From an optimization exercise on the open Yosys and OpenROAD flow, aimed at small area, a short achievable clock period and few clock cycles per item; shortcuts taken in it are not production practice. The RTL was checked by simulation tests, not by an equivalence proof against the original design.

==> run K <==
// ghash_acc
module ghash_acc (
    input  wire         clk,
    input  wire         rst,         
    input  wire         in_valid,
    output wire         in_ready,
    input  wire         in_first,
    input  wire         in_last,
    input  wire [127:0] in_h,
    input  wire [127:0] in_x,
    output wire         out_valid,
    input  wire         out_ready,
    output wire [127:0] out_tag
);
Settings: LEC_CHECK=0, CAP_MARGIN=30, CORE_MARGIN=2, CORE_UTILIZATION=45, PLACE_DENSITY=0.65, SETUP_SLACK_MARGIN=5, SLEW_MARGIN=40; clock period 10.0 ns.
run.sh (not shown) runs the stock make flow with config.mk's settings and CLKGATE_MAP_FILE= SYNTH_SCRIPT=/design/flow/synth_recipe.tcl, a recipe that flattens the netlist after the stock synthesis.
==> run A: changes against run K <==
--- a/flow/design.v
+++ b/flow/design.v
@@ -286,25 +286,24 @@
     assign tq_n[251] = h_s[3];
     assign tq_n[252] = h_s[4];
     assign tq_n[253] = h_s[5];
     assign tq_n[254] = h_s[6];
     wire [127:0] a = st;
     wire [127:0] xi = c_mul ? x_r : 128'h0;    
     wire [127:0] o;          
-    wire [111:0] lo;     
-    ghash_tmvp #(.N(128)) u_mul (.t(tq), .v(a), .x({7'h0, xi[127:7]}), .o(o), .lo(lo));
+    ghash_tmvp #(.N(128)) u_mul (.t(tq), .v(a), .x({7'h0, xi[127:7]}), .o(o));
     wire [127:0] c;          
     assign c[127:7] = o[120:0];
-    assign c[0] = (((lo[0] ^ lo[105]) ^ ((lo[84] ^ lo[7]) ^ (lo[14] ^ lo[28]))) ^ (((lo[49] ^ lo[56]) ^ (lo[77] ^ lo[91])) ^ ((lo[98] ^ (xi[0] ^ lo[21])) ^ ((lo[35] ^ lo[42]) ^ (lo[63] ^ lo[70])))));
-    assign c[1] = (((((lo[64] ^ lo[71]) ^ lo[0]) ^ (lo[105] ^ lo[1])) ^ ((lo[106] ^ (lo[85] ^ lo[7])) ^ ((lo[14] ^ lo[28]) ^ (lo[49] ^ lo[56])))) ^ ((((lo[77] ^ lo[91]) ^ (lo[98] ^ lo[8])) ^ ((lo[15] ^ lo[29]) ^ (lo[50] ^ lo[57]))) ^ (((lo[78] ^ lo[92]) ^ (lo[99] ^ ((xi[1] ^ (a[0] & (tq[248]))) ^ lo[21]))) ^ (((lo[35] ^ lo[42]) ^ (lo[63] ^ lo[70])) ^ ((lo[84] ^ lo[22]) ^ (lo[36] ^ lo[43]))))));
-    assign c[2] = (((((lo[99] ^ lo[9]) ^ (lo[16] ^ lo[30])) ^ ((lo[51] ^ lo[58]) ^ (lo[79] ^ lo[93]))) ^ (((lo[100] ^ (((a[1] & (tq[248])) ^ (xi[2] ^ (a[0] & (tq[248] ^ tq[249])))) ^ lo[21])) ^ ((lo[35] ^ lo[42]) ^ (lo[63] ^ lo[70]))) ^ (((lo[84] ^ lo[22]) ^ (lo[36] ^ lo[43])) ^ ((lo[64] ^ lo[71]) ^ (lo[85] ^ lo[23]))))) ^ (((((lo[37] ^ lo[44]) ^ (lo[65] ^ lo[72])) ^ (lo[0] ^ lo[105])) ^ ((lo[1] ^ lo[106]) ^ (lo[2] ^ lo[107]))) ^ ((((lo[86] ^ lo[7]) ^ (lo[14] ^ lo[28])) ^ ((lo[49] ^ lo[56]) ^ (lo[77] ^ lo[91]))) ^ (((lo[98] ^ lo[8]) ^ (lo[15] ^ lo[29])) ^ ((lo[50] ^ lo[57]) ^ (lo[78] ^ lo[92]))))));
-    assign c[3] = (((((lo[100] ^ lo[10]) ^ (lo[17] ^ lo[31])) ^ ((lo[52] ^ lo[59]) ^ (lo[80] ^ lo[94]))) ^ (((lo[101] ^ (((xi[3] ^ (a[0] & (tq[249] ^ tq[250]))) ^ ((a[1] & (tq[248] ^ tq[249])) ^ (a[2] & (tq[248])))) ^ lo[22])) ^ ((lo[36] ^ lo[43]) ^ (lo[64] ^ lo[71]))) ^ (((lo[85] ^ lo[23]) ^ (lo[37] ^ lo[44])) ^ ((lo[65] ^ lo[72]) ^ (lo[86] ^ lo[24]))))) ^ (((((lo[38] ^ lo[45]) ^ (lo[66] ^ lo[73])) ^ (lo[1] ^ lo[106])) ^ ((lo[2] ^ lo[107]) ^ (lo[3] ^ lo[108]))) ^ ((((lo[87] ^ lo[8]) ^ (lo[15] ^ lo[29])) ^ ((lo[50] ^ lo[57]) ^ (lo[78] ^ lo[92]))) ^ (((lo[99] ^ lo[9]) ^ (lo[16] ^ lo[30])) ^ ((lo[51] ^ lo[58]) ^ (lo[79] ^ lo[93]))))));
-    assign c[4] = (((((lo[101] ^ lo[11]) ^ (lo[18] ^ lo[32])) ^ ((lo[53] ^ lo[60]) ^ (lo[81] ^ lo[95]))) ^ (((lo[102] ^ ((((a[1] & (tq[249] ^ tq[250])) ^ (a[2] & (tq[248] ^ tq[249]))) ^ ((a[3] & (tq[248])) ^ (xi[4] ^ (a[0] & (tq[250] ^ tq[251]))))) ^ lo[23])) ^ ((lo[37] ^ lo[44]) ^ (lo[65] ^ lo[72]))) ^ (((lo[86] ^ lo[24]) ^ (lo[38] ^ lo[45])) ^ ((lo[66] ^ lo[73]) ^ (lo[87] ^ lo[25]))))) ^ (((((lo[39] ^ lo[46]) ^ (lo[67] ^ lo[74])) ^ (lo[2] ^ lo[107])) ^ ((lo[3] ^ lo[108]) ^ (lo[4] ^ lo[109]))) ^ ((((lo[88] ^ lo[9]) ^ (lo[16] ^ lo[30])) ^ ((lo[51] ^ lo[58]) ^ (lo[79] ^ lo[93]))) ^ (((lo[100] ^ lo[10]) ^ (lo[17] ^ lo[31])) ^ ((lo[52] ^ lo[59]) ^ (lo[80] ^ lo[94]))))));
-    assign c[5] = (((((lo[102] ^ lo[12]) ^ (lo[19] ^ lo[33])) ^ ((lo[54] ^ lo[61]) ^ (lo[82] ^ lo[96]))) ^ (((lo[103] ^ ((((a[3] & (tq[248] ^ tq[249])) ^ (a[4] & (tq[248]))) ^ ((xi[5] ^ (a[0] & (tq[251] ^ tq[252]))) ^ ((a[1] & (tq[250] ^ tq[251])) ^ (a[2] & (tq[249] ^ tq[250]))))) ^ lo[24])) ^ ((lo[38] ^ lo[45]) ^ (lo[66] ^ lo[73]))) ^ (((lo[87] ^ lo[25]) ^ (lo[39] ^ lo[46])) ^ ((lo[67] ^ lo[74]) ^ (lo[88] ^ lo[26]))))) ^ (((((lo[40] ^ lo[47]) ^ (lo[68] ^ lo[75])) ^ (lo[3] ^ lo[108])) ^ ((lo[4] ^ lo[109]) ^ (lo[5] ^ lo[110]))) ^ ((((lo[89] ^ lo[10]) ^ (lo[17] ^ lo[31])) ^ ((lo[52] ^ lo[59]) ^ (lo[80] ^ lo[94]))) ^ (((lo[101] ^ lo[11]) ^ (lo[18] ^ lo[32])) ^ ((lo[53] ^ lo[60]) ^ (lo[81] ^ lo[95]))))));
-    assign c[6] = (((((lo[103] ^ lo[13]) ^ (lo[20] ^ lo[34])) ^ ((lo[55] ^ lo[62]) ^ (lo[83] ^ lo[97]))) ^ (((lo[104] ^ ((((a[5] & (tq[248])) ^ (xi[6] ^ (a[0] & (tq[252] ^ tq[253])))) ^ (((a[1] & (tq[251] ^ tq[252])) ^ (a[2] & (tq[250] ^ tq[251]))) ^ ((a[3] & (tq[249] ^ tq[250])) ^ (a[4] & (tq[248] ^ tq[249]))))) ^ lo[25])) ^ ((lo[39] ^ lo[46]) ^ (lo[67] ^ lo[74]))) ^ (((lo[88] ^ lo[26]) ^ (lo[40] ^ lo[47])) ^ ((lo[68] ^ lo[75]) ^ (lo[89] ^ lo[27]))))) ^ (((((lo[41] ^ lo[48]) ^ (lo[69] ^ lo[76])) ^ (lo[4] ^ lo[109])) ^ ((lo[5] ^ lo[110]) ^ (lo[6] ^ lo[111]))) ^ ((((lo[90] ^ lo[11]) ^ (lo[18] ^ lo[32])) ^ ((lo[53] ^ lo[60]) ^ (lo[81] ^ lo[95]))) ^ (((lo[102] ^ lo[12]) ^ (lo[19] ^ lo[33])) ^ ((lo[54] ^ lo[61]) ^ (lo[82] ^ lo[96]))))));
+    assign c[0] = o[121] ^ xi[0];
+    assign c[1] = o[121] ^ o[122] ^ (a[0] & (tq[248])) ^ xi[1];
+    assign c[2] = o[121] ^ o[122] ^ o[123] ^ (a[0] & (tq[248] ^ tq[249])) ^ (a[1] & (tq[248])) ^ xi[2];
+    assign c[3] = o[122] ^ o[123] ^ o[124] ^ (a[0] & (tq[249] ^ tq[250])) ^ (a[1] & (tq[248] ^ tq[249])) ^ (a[2] & (tq[248])) ^ xi[3];
+    assign c[4] = o[123] ^ o[124] ^ o[125] ^ (a[0] & (tq[250] ^ tq[251])) ^ (a[1] & (tq[249] ^ tq[250])) ^ (a[2] & (tq[248] ^ tq[249])) ^ (a[3] & (tq[248])) ^ xi[4];
+    assign c[5] = o[124] ^ o[125] ^ o[126] ^ (a[0] & (tq[251] ^ tq[252])) ^ (a[1] & (tq[250] ^ tq[251])) ^ (a[2] & (tq[249] ^ tq[250])) ^ (a[3] & (tq[248] ^ tq[249])) ^ (a[4] & (tq[248])) ^ xi[5];
+    assign c[6] = o[125] ^ o[126] ^ o[127] ^ (a[0] & (tq[252] ^ tq[253])) ^ (a[1] & (tq[251] ^ tq[252])) ^ (a[2] & (tq[250] ^ tq[251])) ^ (a[3] & (tq[249] ^ tq[250])) ^ (a[4] & (tq[248] ^ tq[249])) ^ (a[5] & (tq[248])) ^ xi[6];
     wire c_tag  = sv & s_last & tag_ok;      
     wire c_load = ~sv & xv;                  
     wire fold   = c_mul | ((c_tag | c_load) & xv);    
     wire ld_h   = (c_tag | c_load) & xv;     
     wire keep   = ~(c_mul | c_tag | c_load);
     wire acc    = in_valid & rdy & ~rst;
     wire xv_n   = acc | (xv & ~fold);
@@ -342,33 +341,29 @@
         end
     end
 endmodule
 module ghash_tmvp #(parameter integer N = 128) (
     input  wire [2*N-2:0] t,
     input  wire [N-1:0]   v,
     input  wire [N-1:0]   x,
-    output wire [N-1:0]   o,
-    output wire [7*(N/8)-1:0] lo
+    output wire [N-1:0]   o
 );
     generate if (N <= 8) begin : g_base
         genvar i;
         for (i = 0; i < N; i = i + 1) begin : g_row
             wire [N-1:0] row;
             genvar j;
             for (j = 0; j < N; j = j + 1) begin : g_col
                 assign row[j] = t[i - j + N - 1] & v[j];
             end
             assign o[i] = (^row) ^ x[i];
         end
-        assign lo = o[N-1:N-7];
     end else begin : g_split
         localparam integer H = N / 2;
         wire [3*H-2:0] s = t[3*H-2:0] ^ t[4*H-2:H];
         wire [H-1:0] p0, p1, p2;
-        wire [7*(H/8)-1:0] l0, l1, l2;
-        ghash_tmvp #(.N(H)) u0 (.t(t[3*H-2:H]), .v(v[H-1:0] ^ v[N-1:H]), .x({H{1'b0}}), .o(p0), .lo(l0));
-        ghash_tmvp #(.N(H)) u1 (.t(s[2*H-2:0]),  .v(v[N-1:H]),           .x({H{1'b0}}), .o(p1), .lo(l1));
-        ghash_tmvp #(.N(H)) u2 (.t(s[3*H-2:H]),  .v(v[H-1:0]),           .x({H{1'b0}}), .o(p2), .lo(l2));
+        ghash_tmvp #(.N(H)) u0 (.t(t[3*H-2:H]), .v(v[H-1:0] ^ v[N-1:H]), .x({H{1'b0}}), .o(p0));
+        ghash_tmvp #(.N(H)) u1 (.t(s[2*H-2:0]),  .v(v[N-1:H]),           .x({H{1'b0}}), .o(p1));
+        ghash_tmvp #(.N(H)) u2 (.t(s[3*H-2:H]),  .v(v[H-1:0]),           .x({H{1'b0}}), .o(p2));
         assign o = {p0 ^ (p2 ^ x[N-1:H]), p0 ^ (p1 ^ x[H-1:0])};
-        assign lo = {l2, l0};
     end endgenerate
 endmodule
==> flow/config.mk (replaced) <==
export PLATFORM = sky130hd
export DESIGN_NAME = ghash_acc
export DESIGN_NICKNAME = ghash_acc
export VERILOG_FILES = /design/flow/design.v
export SDC_FILE = /design/flow/constraint.sdc
export NUM_CORES = 4
export LEC_CHECK = 0
export CAP_MARGIN = 25
export CORE_MARGIN = 2
export CORE_UTILIZATION = 45
export PLACE_DENSITY = 0.65
export SETUP_SLACK_MARGIN = 5
export SLEW_MARGIN = 30
==> results_dict.tcl <==
set metrics [dict create \
    required_ns 10.63 \
    numCtsBuffers 85 \
    core_sq_um 267000 \
    synth-xor-area-share 0.614 \
    synthMuxAreaShare 0.000280 \
    status "no timing/DRC/antenna violations" \
    synth-seq-area-share 0.181 \
    min_path_cells 0 \
    finish.utilization 0.574 \
    min-delay-start "h_s[4]" \
]
That was run A.
==> results_dict.tcl <==
set metrics [dict create \
    synthMuxAreaShare 0.000364 \
    nMultiInputCombCells 13800 \
    synth-seq-area-share 0.182 \
    required_ns 10.46 \
    min-delay-start "st[116]" \
    min_path_cells 2 \
    post-route-worst-setup-slack_ns 4.66 \
    core_sq_um 265000 \
    status "no timing/DRC/antenna violations" \
    synth-xor-area-share 0.613 \
    finish.utilization 0.572 \
    numCtsBuffers 86 \
    multi_input_area_sq_um 107000 \
]
That was run K.
Testbench counts of run K, summed over its fixed seeds: cycles 1,239, blocks 1,201.
Testbench counts of run A, summed over its fixed seeds: cycles 1,239, blocks 1,201.

re-timing with driven ports:
The results above use ideal ports. As a check the final layouts listed here were re-extracted and re-timed, cells and wires unchanged. Step 1, drivers: a clkbuf_16 drives clk and a buf_2 each remaining input, both assumed. Step 2 times the ports against the registers' clock, not the clock port: input delays grow and output delays shrink by t, the midpoint of the rising clock arrivals with the driver on. a / b / c = no drivers / after step 1 / after step 2; a / b = the first two.
run	shift t [ns]	slack for setup (ns)	hold WS [ns]
run K	0.861	4.664 / 4.664 / 4.118	0.477 / 0.477 / 0.477
run A	0.843	4.687 / 4.687 / 4.067	0.518 / 0.518 / 0.518
After both steps setup and hold are still met in every run listed. The setup slack of run A, which loses most, moves by 0.000 ns with the drivers and by -0.620 ns with both steps.
